Context: an optimization exercise on an open-source flow, tuned for small area and a short achievable clock period. The choices shown serve that exercise and are no tape-out recipe. RTL that was checked went through simulation tests only; none was proved equivalent to the original.

==> flow/design.v (excerpt) <==
module cte_fma (
    input  wire        clk,
    input  wire        rst,        
    input  wire        in_valid,
    input  wire        in_neg,     
    input  wire [31:0] in_a,
    input  wire [31:0] in_b,
    input  wire [31:0] in_c,
    output reg         out_valid,
    output reg  [31:0] out_r
);
==> flow/config.mk <==
export PLATFORM = sky130hd
export DESIGN_NAME = cte_fma
export DESIGN_NICKNAME = cte_fma
export VERILOG_FILES = /design/flow/design.v
export SDC_FILE = /design/flow/constraint.sdc
export NUM_CORES = 4
export LEC_CHECK = 0
export CAP_MARGIN = 20
export CORE_MARGIN = 2
export CORE_UTILIZATION = 55
export CTS_CLUSTER_DIAMETER = 100
export CTS_CLUSTER_SIZE = 24
export PLACE_DENSITY = 0.7
export SLEW_MARGIN = 20
==> flow/constraint.sdc <==
create_clock -name core_clock -period 22.0 [get_ports {clk}]
set_input_delay 4.4000 -clock core_clock [delete_from_list [all_inputs] [get_ports {clk}]]
set_output_delay 4.4000 -clock core_clock [all_outputs]
set_load 0.01 [all_outputs]
standard.sh (not shown) runs the stock make flow with config.mk's settings and CLKGATE_MAP_FILE= SYNTH_SCRIPT=/design/flow/synth_recipe.tcl, a recipe that flattens the netlist after the stock synthesis.
==> flow/flow/run.sh <==
#!/bin/bash
# The standard layout (standard.sh: the standard synthesis, then ORFS to
# finish) with two settings changed:
#  - the port buffers that buffer_ports adds are plain buffers (buf.txt)
#    instead of the delay cell it picks by default.
set -euo pipefail
D="$(cd "$(dirname "$0")" && pwd)"
MARGIN=$(cat "$D/margin.txt")
BUF=$(cat "$D/buf.txt")
bash standard.sh SETUP_SLACK_MARGIN="$MARGIN" \
    BUFFER_PORTS_ARGS="-buffer_cell $BUF" finish > standard_flow.log 2>&1
==> flow/flow/buf.txt <==
sky130_fd_sc_hd__buf_1
==> flow/flow/margin.txt <==
16.6
Change:
==> flow/flow/buf.txt (replaced) <==
sky130_fd_sc_hd__buf_2
==> flow/flow/margin.txt (replaced) <==
16.55
Settings changed: CORE_UTILIZATION 55 to 62, CTS_CLUSTER_SIZE 24 to 20, PLACE_DENSITY 0.7 to 0.75.
The new run completed with no timing, DRC or antenna violations; final area stays flat; die area went down by roughly a tenth; clock-buffer cell count went up by 2; worst setup slack improves by 31 ps.

Setup of JK:
Another version of the RTL of cte_fma (not shown whole).
Size in the first run: about 4800 cells after synthesis, roughly 520 flip-flops, roughly 130 I/O pins, about 0.042 mm^2 of cells after synthesis.
Settings: LEC_CHECK=0, CAP_MARGIN=20, CORE_MARGIN=2, CORE_UTILIZATION=40, SLEW_MARGIN=20; clock period 22.0 ns.
==> flow/flow/buf.txt <==
sky130_fd_sc_hd__buf_4
==> flow/flow/margin.txt <==
16.5
Scripts as last shown in full above: flow/flow/run.sh
Input changes introduced in AL (baseline for comparison: JK):
- swapping 20 for 70 in SLEW_MARGIN
- swapping 20 for 50 in CAP_MARGIN
- swapping 40 for 55 in CORE_UTILIZATION
- putting PLACE_DENSITY at 0.7 where nothing was set
==> flow/run.sh (new file) <==
#!/bin/bash
# synth_recipe.tcl (not shown) runs the flow's synth.tcl, then flattens the netlist and writes it again
# the make line also repeats each setting of config.mk as NAME=value (left out here)
make -C /OpenROAD-flow-scripts/flow DESIGN_CONFIG=/design/flow/config.mk WORK_HOME=/design/flow/orfs CLKGATE_MAP_FILE= SYNTH_SCRIPT=/design/flow/synth_recipe.tcl finish
removed: flow/flow/run.sh
removed: flow/flow/buf.txt
removed: flow/flow/margin.txt
removed: flow/standard.sh
[summary]
[compare] base=JK new=AL: die outline area now smaller; wire length has decreased; hold slack was more or less identical; number of synthesized flops with an enable pin shows no meaningful change.
Compared with JK, AL shows number of antenna violations at the first check in global routing higher by 1.
Highest metal layer with signal wires = met5: JK; highest metal layer with signal wires = met4: AL
Compare JK and AL | first-iteration DRC count higher: AL
In AL, the die height came out about 15% below the value in JK.
Function was not checked in any run of this note: the RTL went through the layout flow alone.

Setup of run 1:
Another version of the RTL of cte_fma (not shown whole).
Size in the first run: ~5200 cells after synthesis, about 520 flip-flops, ~130 I/O pins, ~44000 µm² of cells after synthesis.
==> flow/config.mk <==
export PLATFORM = sky130hd
export DESIGN_NAME = cte_fma
export DESIGN_NICKNAME = cte_fma
export VERILOG_FILES = /design/flow/design.v
export SDC_FILE = /design/flow/constraint.sdc
export NUM_CORES = 4
export LEC_CHECK = 0
export CAP_MARGIN = 20
export CORE_MARGIN = 2
export CORE_UTILIZATION = 40
export SLEW_MARGIN = 20
==> flow/constraint.sdc <==
create_clock -name core_clock -period 22.0 [get_ports {clk}]
set_input_delay 4.4000 -clock core_clock [delete_from_list [all_inputs] [get_ports {clk}]]
set_output_delay 4.4000 -clock core_clock [all_outputs]
set_load 0.01 [all_outputs]
run.sh (not shown) runs the stock make flow with config.mk's settings and CLKGATE_MAP_FILE= SYNTH_SCRIPT=/design/flow/synth_recipe.tcl, a recipe that flattens the netlist after the stock synthesis.
Stock flow here: none of the scripts above is used.
What run 2 does differently from run 1 at the input level:
# run 1
export LEC_CHECK = 0
export CAP_MARGIN = 20
export CORE_MARGIN = 2
export CORE_UTILIZATION = 40
export SLEW_MARGIN = 20
create_clock -name core_clock -period 22.0 [get_ports {clk}]
# run 2
export LEC_CHECK = 0
export CAP_MARGIN = 50
export CORE_MARGIN = 2
export CORE_UTILIZATION = 40
export SLEW_MARGIN = 70
create_clock -name core_clock -period 22.0 [get_ports {clk}]
==> results.txt <==
- Global-route usage essentially unchanged between run 1 and run 2.
- Compared with run 1, run 2 shows a lower fill cell total of the finished layout.
- Of the two values seen for class of the most critical setup path, reg -> reg was produced by run 1 and reg -> out by run 2.
- Sequential cell area in the final layout, run 2 and run 1: smaller value in run 1
- Area of placed instances was lower in run 1 than in run 2.
- | utilization after layout | run 2 vs run 1 | 1.5 points higher |
- Min register-to-register slack across run 2 and run 1: run 1
- Diff run 2..run 1 | worst hold slack | negligible
- As far as die area goes, run 2 and run 1 are indistinguishable; the numbers are identical.
- Run comparison: run 1 worst setup path endpoint ms1[20]; run 2 worst setup path endpoint out_r[8]
- For the share of the final layout cell area in sequential cells, run 2 came in 0.62 points lower than run 1 did.
Function was not checked in any run of this note: the RTL went through the layout flow alone.

Setup of pepper:
RTL: one of the versions met above, not the one the previous note started from.
For scale: ~400 flip-flops, roughly 0.036 sq mm of cells after synthesis.
==> flow/config.mk <==
export PLATFORM = sky130hd
export DESIGN_NAME = cte_fma
export DESIGN_NICKNAME = cte_fma
export VERILOG_FILES = /design/flow/design.v
export SDC_FILE = /design/flow/constraint.sdc
export NUM_CORES = 4
export LEC_CHECK = 0
export CAP_MARGIN = 20
export CORE_MARGIN = 2
export CORE_UTILIZATION = 55
export CTS_CLUSTER_DIAMETER = 100
export CTS_CLUSTER_SIZE = 20
export PLACE_DENSITY = 0.7
export SLEW_MARGIN = 20
==> flow/constraint.sdc <==
create_clock -name core_clock -period 22.0 [get_ports {clk}]
set_input_delay 4.4000 -clock core_clock [delete_from_list [all_inputs] [get_ports {clk}]]
set_output_delay 4.4000 -clock core_clock [all_outputs]
set_load 0.01 [all_outputs]
standard.sh (not shown) runs the stock make flow with config.mk's settings and CLKGATE_MAP_FILE= SYNTH_SCRIPT=/design/flow/synth_recipe.tcl, a recipe that flattens the netlist after the stock synthesis.
==> flow/flow/run.sh <==
#!/bin/bash
# The standard layout (standard.sh: the standard synthesis, then ORFS to
# finish) with two settings changed:
#  - the port buffers that buffer_ports adds are plain buffers (buf.txt)
#    instead of the delay cell it picks by default.
set -euo pipefail
D="$(cd "$(dirname "$0")" && pwd)"
MARGIN=$(cat "$D/margin.txt")
BUF=$(cat "$D/buf.txt")
bash standard.sh SETUP_SLACK_MARGIN="$MARGIN" \
    BUFFER_PORTS_ARGS="-buffer_cell $BUF" finish > standard_flow.log 2>&1
==> flow/flow/buf.txt <==
sky130_fd_sc_hd__buf_2
==> flow/flow/margin.txt <==
16.7
Inputs modified between pepper and violet:
Settings: PLACE_DENSITY changed from 0.7 to 0.8; CORE_UTILIZATION changed from 55 to 70.
==> flow/flow/margin.txt <==
16.55
Notes after the runs:
pepper did not stop at any stage, and its layout met the timing, design-rule and antenna checks.
violet finished every stage and its layout cleared the timing, design-rule and antenna checks.
Detailed-routing wirelength on met1 in violet is about 7% below pepper.
The share of layout cells above drive strength 1 of violet falls short of that of pepper by 0.33 points.
Delta (violet minus pepper): via count climbed 275; layout-stage area growth over the synthesis result dropped 0.87 points; global-route wire length before repair dropped about 3%.

## re-timing with driven ports
How much do the figures lean on ideal ports? The routed layouts below were timed once more, with nothing changed but the port constraints. Step 1 (the two cells are an assumption about what drives the block):
set clk [get_ports {clk}]
set_driving_cell -lib_cell sky130_fd_sc_hd__clkbuf_16 $clk
set_driving_cell -lib_cell sky130_fd_sc_hd__buf_2 [delete_from_list [all_inputs] $clk]
Step 2 times the ports against the registers' clock, not the clock port: input delays grow and output delays shrink by t, the midpoint of the rising clock arrivals with the driver on. Slacks: ideal / step 1 / step 2; pairs: ideal / step 1.
| run | t, ns | slack for setup (ns) | worst hold slack (ns) | worst data-port slew with drivers (ns) |
|---|---|---|---|---|
| the first run of note 1 | 0.656 | 16.528 / 16.490 / 15.954 | 0.333 / 0.333 / 0.333 | 0.06 |
| the second run of note 1 | 0.659 | 16.558 / 16.495 / 15.945 | 0.320 / 0.320 / 0.320 | 0.06 |
| JK | 0.736 | 16.496 / 16.422 / 16.802 | 0.324 / 0.324 / 0.324 | 0.06 |
| AL | 0.699 | 16.088 / 16.017 / 16.664 | 0.324 / 0.324 / 0.324 | 0.06 |
| run 1 | 0.745 | 15.287 / 15.287 / 15.287 | 0.320 / 0.320 / 0.320 | 0.05 |
| run 2 | 0.749 | 16.079 / 16.007 / 16.179 | 0.322 / 0.322 / 0.322 | 0.06 |
| pepper | 0.655 | 16.566 / 16.497 / 16.040 | 0.330 / 0.330 / 0.330 | 0.06 |
| violet | 0.645 | 16.550 / 16.487 / 15.984 | 0.328 / 0.328 / 0.328 | 0.04 |
After both steps every run listed still meets setup and hold. For the second run of note 1, which loses most, drivers alone change the setup slack by -0.063 ns; drivers and shift together by -0.613 ns.
